This design comes from an exercise in tuning for small area and a short achievable clock period on the open sky130 flow, not from production work. In this exercise RTL edits were held to simulation tests only and were not proved equivalent to the original.

// cvu
module cvu (
    input  wire        clk,
    input  wire        rst,           
    input  wire [1:0]  cfg_poly,      
    input  wire        cfg_guard,     
    input  wire [31:0] cfg_xor,       
    input  wire        in_valid,
    input  wire        in_first,      
    input  wire        in_last,       
    input  wire [5:0]  in_words,      
    input  wire [63:0] in_guard,      
    input  wire [2:0]  in_nbytes,     
    input  wire [63:0] in_data,       
    input  wire        sw_we,
    input  wire [1:0]  sw_addr,       
    input  wire [31:0] sw_wdata,
    output reg  [31:0] cvrun,
    output wire [31:0] cvres,
    output reg         lostf,
    output reg         matchf,
    output reg         misf,
    output reg  [15:0] cvlost,
    output wire        busy
);
Size: ~6300 cells after synthesis.
==> flow/config.mk <==
export PLATFORM = sky130hd
export DESIGN_NAME = cvu
export DESIGN_NICKNAME = cvu
export VERILOG_FILES = /design/flow/design.v
export SDC_FILE = /design/flow/constraint.sdc
export NUM_CORES = 4
export LEC_CHECK = 0
export CAP_MARGIN = 5
export CORE_MARGIN = 2
export CORE_UTILIZATION = 40
export CTS_CLUSTER_DIAMETER = 150
export CTS_CLUSTER_SIZE = 24
export SLEW_MARGIN = 5
==> flow/constraint.sdc <==
create_clock -name core_clock -period 20.0 [get_ports {clk}]
set_input_delay 4.0000 -clock core_clock [delete_from_list [all_inputs] [get_ports {clk}]]
set_output_delay 4.0000 -clock core_clock [all_outputs]
set_load 0.01 [all_outputs]
standard.sh (not shown) runs the stock make flow with config.mk's settings and CLKGATE_MAP_FILE= SYNTH_SCRIPT=/design/flow/synth_recipe.tcl, a recipe that flattens the netlist after the stock synthesis.
==> flow/flow/run.sh <==
#!/bin/bash
# The standard layout, with these changes to how it is made:
# - plain buf_1 cells as the port buffers (the default picks a slow
#   clock-delay buffer for them);
# - after the standard synthesis, each cvres[31:16] output gets its own copy
#   of the cfg_poly decode gate (flow/dup_decode.py), so that the path from
#   cfg_poly to cvres needs no buffer tree;
# - timing repair aims for more setup slack than zero, so that the layout's
#   paths come out close to the shortest clock period the ports allow.
set -euo pipefail
export BUFFER_PORTS_ARGS="-buffer_cell sky130_fd_sc_hd__buf_1"
export SETUP_SLACK_MARGIN=12.2
bash standard.sh synth > standard_synth.log 2>&1
NET=orfs/results/sky130hd/cvu/base/1_2_yosys.v
python3 flow/dup_decode.py "$NET" > dup_decode.log 2>&1
touch "$NET"
bash standard.sh > standard_flow.log 2>&1
Other scripts of this flow, unchanged in this note and not shown: flow/flow/dup_decode.py
Edit:
--- a/flow/flow/run.sh
+++ b/flow/flow/run.sh
@@ -12 +12 @@
-export SETUP_SLACK_MARGIN=12.2
+export SETUP_SLACK_MARGIN=11.8
--- a/flow/config.mk
+++ b/flow/config.mk
@@ -8 +8 @@
-export CAP_MARGIN = 5
+export CAP_MARGIN = 20
@@ -11,3 +11 @@
-export CTS_CLUSTER_DIAMETER = 150
-export CTS_CLUSTER_SIZE = 24
-export SLEW_MARGIN = 5
+export SLEW_MARGIN = 20
The new run finished clean.
Core utilization is higher by 0.45 points.
Wire length went down by 0.68%.
Setup slack improves by 0.010 ns.
Sequential share of layout area drops by 0.46 points.
Maximum frequency stays flat.
Clock-buffer cell count goes up by 66.
Die area stays the same.
Global-route usage drops by 0.15 points.
Edit:
--- a/flow/config.mk
+++ b/flow/config.mk
@@ -8 +8 @@
-export CAP_MARGIN = 20
+export CAP_MARGIN = 5
@@ -11 +11,3 @@
-export SLEW_MARGIN = 20
+export CTS_CLUSTER_DIAMETER = 150
+export CTS_CLUSTER_SIZE = 24
+export SLEW_MARGIN = 5
=>
- via count goes down by 1.1%
- worst hold slack barely changes
- cell count goes down by 1.3%
- wire length goes down by 0.56%
- cell area goes down by 2.5%
- die area does not change
- global-route usage goes down by 0.28 points
- area after synthesis stays the same


cvu again, from the RTL that the note above started with.
export LEC_CHECK = 0
export CAP_MARGIN = 20
export CORE_MARGIN = 2
export CORE_UTILIZATION = 40
export CTS_CLUSTER_DIAMETER = 150
export CTS_CLUSTER_SIZE = 24
export SLEW_MARGIN = 20
create_clock -name core_clock -period 20.0 [get_ports {clk}]
==> flow/flow/run.sh <==
#!/bin/bash
# The standard layout, with these changes to how it is made:
# - plain buf_1 cells as the port buffers (the default picks a slow
#   clock-delay buffer for them);
# - after the standard synthesis, each cvres[31:16] output gets its own copy
#   of the cfg_poly decode gate (flow/dup_decode.py), so that the path from
#   cfg_poly to cvres needs no buffer tree;
# - timing repair aims for more setup slack than zero, so that the layout's
#   paths come out close to the shortest clock period the ports allow.
set -euo pipefail
export BUFFER_PORTS_ARGS="-buffer_cell sky130_fd_sc_hd__buf_1"
export SETUP_SLACK_MARGIN=11.6
bash standard.sh synth > standard_synth.log 2>&1
NET=orfs/results/sky130hd/cvu/base/1_2_yosys.v
python3 flow/dup_decode.py "$NET" > dup_decode.log 2>&1
touch "$NET"
bash standard.sh > standard_flow.log 2>&1
Other scripts of this flow, unchanged in this note and not shown: flow/flow/dup_decode.py
Rerun with:
--- a/flow/flow/run.sh
+++ b/flow/flow/run.sh
@@ -12 +12 @@
-export SETUP_SLACK_MARGIN=11.6
+export SETUP_SLACK_MARGIN=11.8
Result:
- setup slack improves by 67 ps
- global-route usage stays flat
- count of clock-buffer cells in the layout went down by 1


## the reference run
Starting RTL as in the previous note.
==> flow/config.mk <==
export PLATFORM = sky130hd
export DESIGN_NAME = cvu
export DESIGN_NICKNAME = cvu
export VERILOG_FILES = /design/flow/design.v
export SDC_FILE = /design/flow/constraint.sdc
export NUM_CORES = 4
export LEC_CHECK = 0
export CAP_MARGIN = 20
export CORE_MARGIN = 2
export CORE_UTILIZATION = 40
export CTS_CLUSTER_SIZE = 30
export SLEW_MARGIN = 20
==> flow/constraint.sdc <==
create_clock -name core_clock -period 20.0 [get_ports {clk}]
set_input_delay 4.0000 -clock core_clock [delete_from_list [all_inputs] [get_ports {clk}]]
set_output_delay 4.0000 -clock core_clock [all_outputs]
set_load 0.01 [all_outputs]
==> flow/flow/run.sh <==
#!/bin/bash
# The standard layout, with two changes to how it is made:
# - plain buf_1 cells as the port buffers (the default picks a slow
#   clock-delay buffer for them);
# - timing repair aims for more setup slack than zero, so that the layout's
#   paths come out close to the shortest clock period the ports allow.
set -euo pipefail
export BUFFER_PORTS_ARGS="-buffer_cell sky130_fd_sc_hd__buf_1"
export SETUP_SLACK_MARGIN=11.5
bash standard.sh > standard_flow.log 2>&1
Relative to the reference run, the following input files were edited for the trial run:
- CTS_CLUSTER_SIZE removed (was 30)
[summary]
Comparing the reference run against the trial run, there is no change at all in synthesized area. Total number of placement rows came out exactly the same in the trial run and the reference run. Summary of the trial run over the reference run: area growth from synthesis to final layout has remained practically unchanged; first-iteration DRC count neither gained nor lost much. Looking at the trial run and the reference run, the clock latency reported for the late side of the worst-skew pair is a wash. Re utilization after layout: no difference whatsoever between the reference run and the trial run. Diff the trial run..the reference run | worst hold margin | unchanged.

## re-timing with driven ports
Ports are ideal in the flow. The routed layouts listed here were re-timed in OpenROAD.
Step 1 assumes that a clkbuf_16 drives the clock port and a buf_2 every other input.
Step 2 times the ports against the registers' clock, not the clock port: input delays grow and output delays shrink by t, the midpoint of the rising clock arrivals with the driver on.
Three values: ideal, step 1, step 2; two values: the first two.
run | t, ns | setup slack, ns | worst register clock-pin slew, ns
the first run of note 1 | 0.810 | 11.474 / 11.311 / 11.311 | 0.11 / 0.11
the second run of note 1 | 0.859 | 11.484 / 11.308 / 11.013 | 0.08 / 0.08
the third run of note 1 | 0.800 | 11.474 / 11.289 / 11.106 | 0.10 / 0.10
the first run of note 2 | 0.752 | 11.398 / 11.219 / 10.738 | 0.11 / 0.11
the second run of note 2 | 0.814 | 11.465 / 11.313 / 11.054 | 0.12 / 0.12
the reference run | 0.846 | 11.226 / 11.188 / 10.827 | 0.07 / 0.07
the trial run | 0.846 | 11.226 / 11.188 / 10.827 | 0.07 / 0.07
After both steps every run listed still meets setup and hold. The setup slack of the first run of note 2, which loses most, moves by -0.179 ns with the drivers and by -0.660 ns with both steps.
